From an optimization exercise on the open Yosys and OpenROAD flow, aimed at small area; shortcuts taken in it are not production practice.
At most, simulation tests tie the RTL to the original design; equivalence was not proved.
Power is estimated from default activity; no workload was simulated.

==> wip/pepper: inputs <==
Design mod_decim, start of the top module:
module mod_decim (
    input  wire        clk,
    input  wire        rst_n,         
    input  wire        en,            
    input  wire [2:0]  cfg_k,         
    input  wire [8:0]  cfg_d,         
    input  wire        cfg_fir,       
    input  wire [15:0] trim_gain,     
    input  wire [15:0] trim_offset,   
    input  wire        tap_we,        
    input  wire [3:0]  tap_addr,
    input  wire [15:0] tap_wdata,     
    input  wire        code_valid,
    input  wire [3:0]  code,
    output wire        smp_valid,
    output wire [23:0] smp_value,
    output wire [1:0]  smp_qual,
    output wire [15:0] smp_seq
);
clock: 24.0 ns
lec_check: 0
cap_margin: 20
core_margin: 2
core_utilization: 50
cts_buf_list: sky130_fd_sc_hd__clkbuf_8
cts_cluster_diameter: 60
cts_cluster_size: 15
place_density: 0.6
slew_margin: 20
synth_hierarchical: 1
synth_minimum_keep_size: 0
run.sh (not shown) runs the stock make flow with config.mk's settings and CLKGATE_MAP_FILE= SYNTH_SCRIPT=/design/flow/synth_recipe.tcl, a recipe that flattens the netlist after the stock synthesis.
==> wip/delta (differences from wip/pepper) <==
Settings changed: CAP_MARGIN 20 to 0, CTS_BUF_LIST sky130_fd_sc_hd__clkbuf_8 to sky130_fd_sc_hd__clkbuf_16, CTS_CLUSTER_DIAMETER 60 to 100, CTS_CLUSTER_SIZE 15 to 30, GPL_TIMING_DRIVEN from default to 0, SLEW_MARGIN 20 to 0.
==> wip/indigo (differences from wip/pepper) <==
Settings changed: CAP_MARGIN 20 to 0, CTS_BUF_LIST sky130_fd_sc_hd__clkbuf_8 to sky130_fd_sc_hd__clkbuf_16, CTS_CLUSTER_DIAMETER 60 to 100, CTS_CLUSTER_SIZE 15 to 24, GPL_ROUTABILITY_DRIVEN from default to 0, GPL_TIMING_DRIVEN from default to 0, SLEW_MARGIN 20 to 0.
==> results.txt <==
quantity	wip/delta	wip/pepper	wip/indigo
Outcome	finished with violations	timing/DRC/antenna clean	finished with violations
Reasons for failing layout checks	max-capacitance violations, max-slew violations	-	max-capacitance violations, max-slew violations
Number of nets in the layout	10700	10200	10700
Non-filler cells in the finished layout	11700	11200	11700
Clock power frac	16.2%	19.1%	17.2%
Wire length reported by the detailed router	433000 um	348000 um	393000 um
Wire length of the first global-routing pass	608000 um	516000 um	566000 um
Cell count along the critical path	36	36	38
Instance area after placement	105000 um^2	104000 um^2	105000 um^2
All-Layer GR Usage	42.5%	34.3%	38.5%
Pre-CTS setup slack	3730 ps	4420 ps	3180 ps
Achievable frequency	49.6 MHz	54.1 MHz	50.0 MHz
Antenna diode count	6	6	11
DP Wirelength	358000 um	257000 um	319000 um
Areal power density over the cells	64.9 nW/um^2	65.4 nW/um^2	64.9 nW/um^2
Global-route met3 utilization	10.4%	10.5%	14.1%
Leakage power	46.1 nW	46.4 nW	46.3 nW
# Max-Cap Violations	2	0	3
Routability congestion estimate	1.07	1.00	-
Clock latency reported for the late side of the worst-skew pair	790 ps	950 ps	800 ps
Port Buffer Count	115	116	115
Final cycle utilization of the critical path	84.0%	77.0%	83.3%
Number of buffers and inverters on the critical path	5	3	4
Fraction of area in registers	28.1%	28.3%	28.1%
Slowest cell on the critical path	a221oi_2	a221oi_4	a221oi_1
Crit path arrival time	20820 ps	19300 ps	20540 ps
Worst path setup slack after routing	3840 ps	5520 ps	4000 ps
Mean routed wirelength per cell	37.0 um	31.1 um	33.6 um
Function was not checked in any run of this note: the RTL went through the layout flow alone.

==> job 9315 <==
Another version of the RTL of mod_decim (not shown whole).
Design mod_decim, start of the top module:
module mod_decim (
    input  wire        clk,
    input  wire        rst_n,         
    input  wire        en,            
    input  wire [2:0]  cfg_k,         
    input  wire [8:0]  cfg_d,         
    input  wire        cfg_fir,       
    input  wire [15:0] trim_gain,     
    input  wire [15:0] trim_offset,   
    input  wire        tap_we,        
    input  wire [3:0]  tap_addr,
    input  wire [15:0] tap_wdata,     
    input  wire        code_valid,
    input  wire [3:0]  code,
    output wire        smp_valid,
    output wire [23:0] smp_value,
    output wire [1:0]  smp_qual,
    output wire [15:0] smp_seq
);
Settings: LEC_CHECK=0, CAP_MARGIN=10, CORE_MARGIN=2, CORE_UTILIZATION=75, CTS_BUF_LIST=sky130_fd_sc_hd__clkbuf_16, CTS_CLUSTER_DIAMETER=100, CTS_CLUSTER_SIZE=24, PLACE_DENSITY=0.88, SLEW_MARGIN=10, SYNTH_HIERARCHICAL=1, SYNTH_MINIMUM_KEEP_SIZE=0; clock period 24.0 ns.
==> job 6516 (differences from job 9315) <==
--- a/flow/config.mk
+++ b/flow/config.mk
@@ -9,3 +9,3 @@
 export CORE_MARGIN = 2
-export CORE_UTILIZATION = 75
+export CORE_UTILIZATION = 65
 export CTS_BUF_LIST = sky130_fd_sc_hd__clkbuf_16
@@ -13,3 +13,3 @@
 export CTS_CLUSTER_SIZE = 24
-export PLACE_DENSITY = 0.88
+export PLACE_DENSITY = 0.8
 export SLEW_MARGIN = 10
==> flow_summary.ini <==
[status]
status = timing/DRC/antenna clean

[power_and_ir_drop]
comb_power_share = 0.480
power_density_nw_per_um2 = 65.5

[grt]
grtUsageMet2 = 0.570

[placement]
dp_hpwl_mm = 212

[final_layout]
drive_gt1_frac = 0.0678
num_antenna_cells = 6
fin_area_um2 = 99400

[worst_setup_path]
required_ps = 24620
crit_arrival_ps = 18850

[drt]
met1_length_mm = 103
wirelength_mm = 283
the above is filed under job 6516

==> flow_summary.ini <==
[power_and_ir_drop]
comb_power_share = 0.486

[final_layout]
fin_area_um2 = 99000
drive_gt1_frac = 0.0673
num_antenna_cells = 9

[worst_setup_path]
crit_arrival_ps = 18960
required_ps = 24660

[synth]
synth_warnings = 9

[grt]
grtUsageMet2 = 0.674

[drt]
wirelength_mm = 294
met1_length_mm = 98.7

[status]
status = timing/DRC/antenna clean

[placement]
dp_hpwl_mm = 216
the above is filed under job 9315


==> job 1073 <==
Another version of the RTL of mod_decim (not shown whole).
==> flow/config.mk <==
export PLATFORM = sky130hd
export DESIGN_NAME = mod_decim
export DESIGN_NICKNAME = mod_decim
export VERILOG_FILES = /design/flow/design.v
export SDC_FILE = /design/flow/constraint.sdc
export NUM_CORES = 8
export LEC_CHECK = 0
export CAP_MARGIN = 20
export CORE_MARGIN = 2
export CORE_UTILIZATION = 50
export CTS_BUF_LIST = sky130_fd_sc_hd__clkbuf_16
export CTS_CLUSTER_DIAMETER = 100
export CTS_CLUSTER_SIZE = 24
export PLACE_DENSITY = 0.6
export SLEW_MARGIN = 20
export SYNTH_HIERARCHICAL = 1
export SYNTH_MINIMUM_KEEP_SIZE = 0
==> flow/constraint.sdc <==
create_clock -name core_clock -period 24.0 [get_ports {clk}]
set_input_delay 4.8000 -clock core_clock [delete_from_list [all_inputs] [get_ports {clk}]]
set_output_delay 4.8000 -clock core_clock [all_outputs]
set_load 0.01 [all_outputs]
==> job 3617: changes against job 1073 <==
- CAP_MARGIN: 20 -> 10
- CORE_UTILIZATION: 50 -> 65
- PLACE_DENSITY: 0.6 -> 0.8
- SLEW_MARGIN: 20 -> 10
==> comparison table <==
quantity	job 1073	job 3617
Worst setup slack before clock tree synthesis	4420 ps	4580 ps
Layout Area Growth over Synthesis	6.01%	4.93%
Multi-input combinational cell area	63300 µm²	63300 µm²
Number of filler cells placed in the layout	16.7k	10.6k
Maximum number of pins on one net before global-route repair	87	176
Full die area	198000 µm²	152000 µm²
Worst EP arrival	19610 ps	19300 ps
Transition time at the pin with the least slew margin	1190 ps	1270 ps
Ratio of final minimum period to clock period	78.9%	77.7%
Fraction of met3 tracks used by global routing	4.82%	10.6%
Buffer and inverter count on the worst path	4	3
Overall Power	6.61 mW	6.60 mW
HPWL after DPL	233000 µm	223000 µm
Tap Count	2526	1930
Die Y-Extent	445 µm	390 µm
Detail Route met2 WL	135000 µm	131000 µm
Iter 0 DRT Violations	8574	10.8k
Share of cell area taken by flip-flops and latches	29.2%	29.5%
Setup slack of the most critical reg-to-reg path	5600 ps	5720 ps
Leakage power	40.0 nW	39.9 nW
Met3 Routed Length	27000 µm	40000 µm
ANT cells	9	3
Latest clock arrival within the worst-skew pair	790 ps	760 ps
Highest signal layer in the routed design	met4	met5
Status	finished clean	finished clean
Slowest Stage Delay on Critical Path	950 ps	790 ps

==> separate check: timing with driven ports <==
How much do the figures lean on ideal ports? The routed layouts below were timed once more, with nothing changed but the port constraints. Step 1 (the two cells are an assumption about what drives the block):
set clk [get_ports {clk}]
set_driving_cell -lib_cell sky130_fd_sc_hd__clkbuf_16 $clk
set_driving_cell -lib_cell sky130_fd_sc_hd__buf_2 [delete_from_list [all_inputs] $clk]
Step 2 adds t to the input delays and takes it off the output delays; t is the mean of the earliest and latest rising clock arrival at the registers after step 1. Input paths then give back, and output paths get back, about the clock's delay inside the block. a / b / c = ideal / step 1 / step 2; a / b = the first two.
| run | t (ns) | setup WS [ns] | hold slack, ns | worst setup path at the end | clock arrival spread, ns |
|---|---|---|---|---|---|
| wip/pepper | 1.001 | 5.516 / 5.581 / 4.580 | 0.371 / 0.371 / 0.371 | input to register | 0.108 / 0.108 |
| wip/delta | 0.863 | 3.844 / 3.889 / 3.044 | 0.410 / 0.410 / 0.410 | input to register | 0.059 / 0.059 |
| wip/indigo | 0.859 | 3.996 / 4.064 / 3.206 | 0.418 / 0.418 / 0.418 | input to register | 0.074 / 0.073 |
| job 9315 | 0.807 | 5.699 / 5.746 / 4.939 | 0.381 / 0.381 / 0.381 | input to register | 0.076 / 0.075 |
| job 6516 | 0.775 | 5.777 / 5.832 / 5.057 | 0.383 / 0.383 / 0.383 | input to register | 0.076 / 0.076 |
| job 1073 | 0.832 | 5.068 / 5.127 / 4.295 | 0.343 / 0.343 / 0.343 | input to register | 0.099 / 0.099 |
| job 3617 | 0.807 | 5.347 / 5.396 / 4.589 | 0.382 / 0.382 / 0.382 | input to register | 0.070 / 0.070 |
For wip/pepper, which loses most, drivers alone change the setup slack by +0.065 ns; drivers and shift together by -0.936 ns.
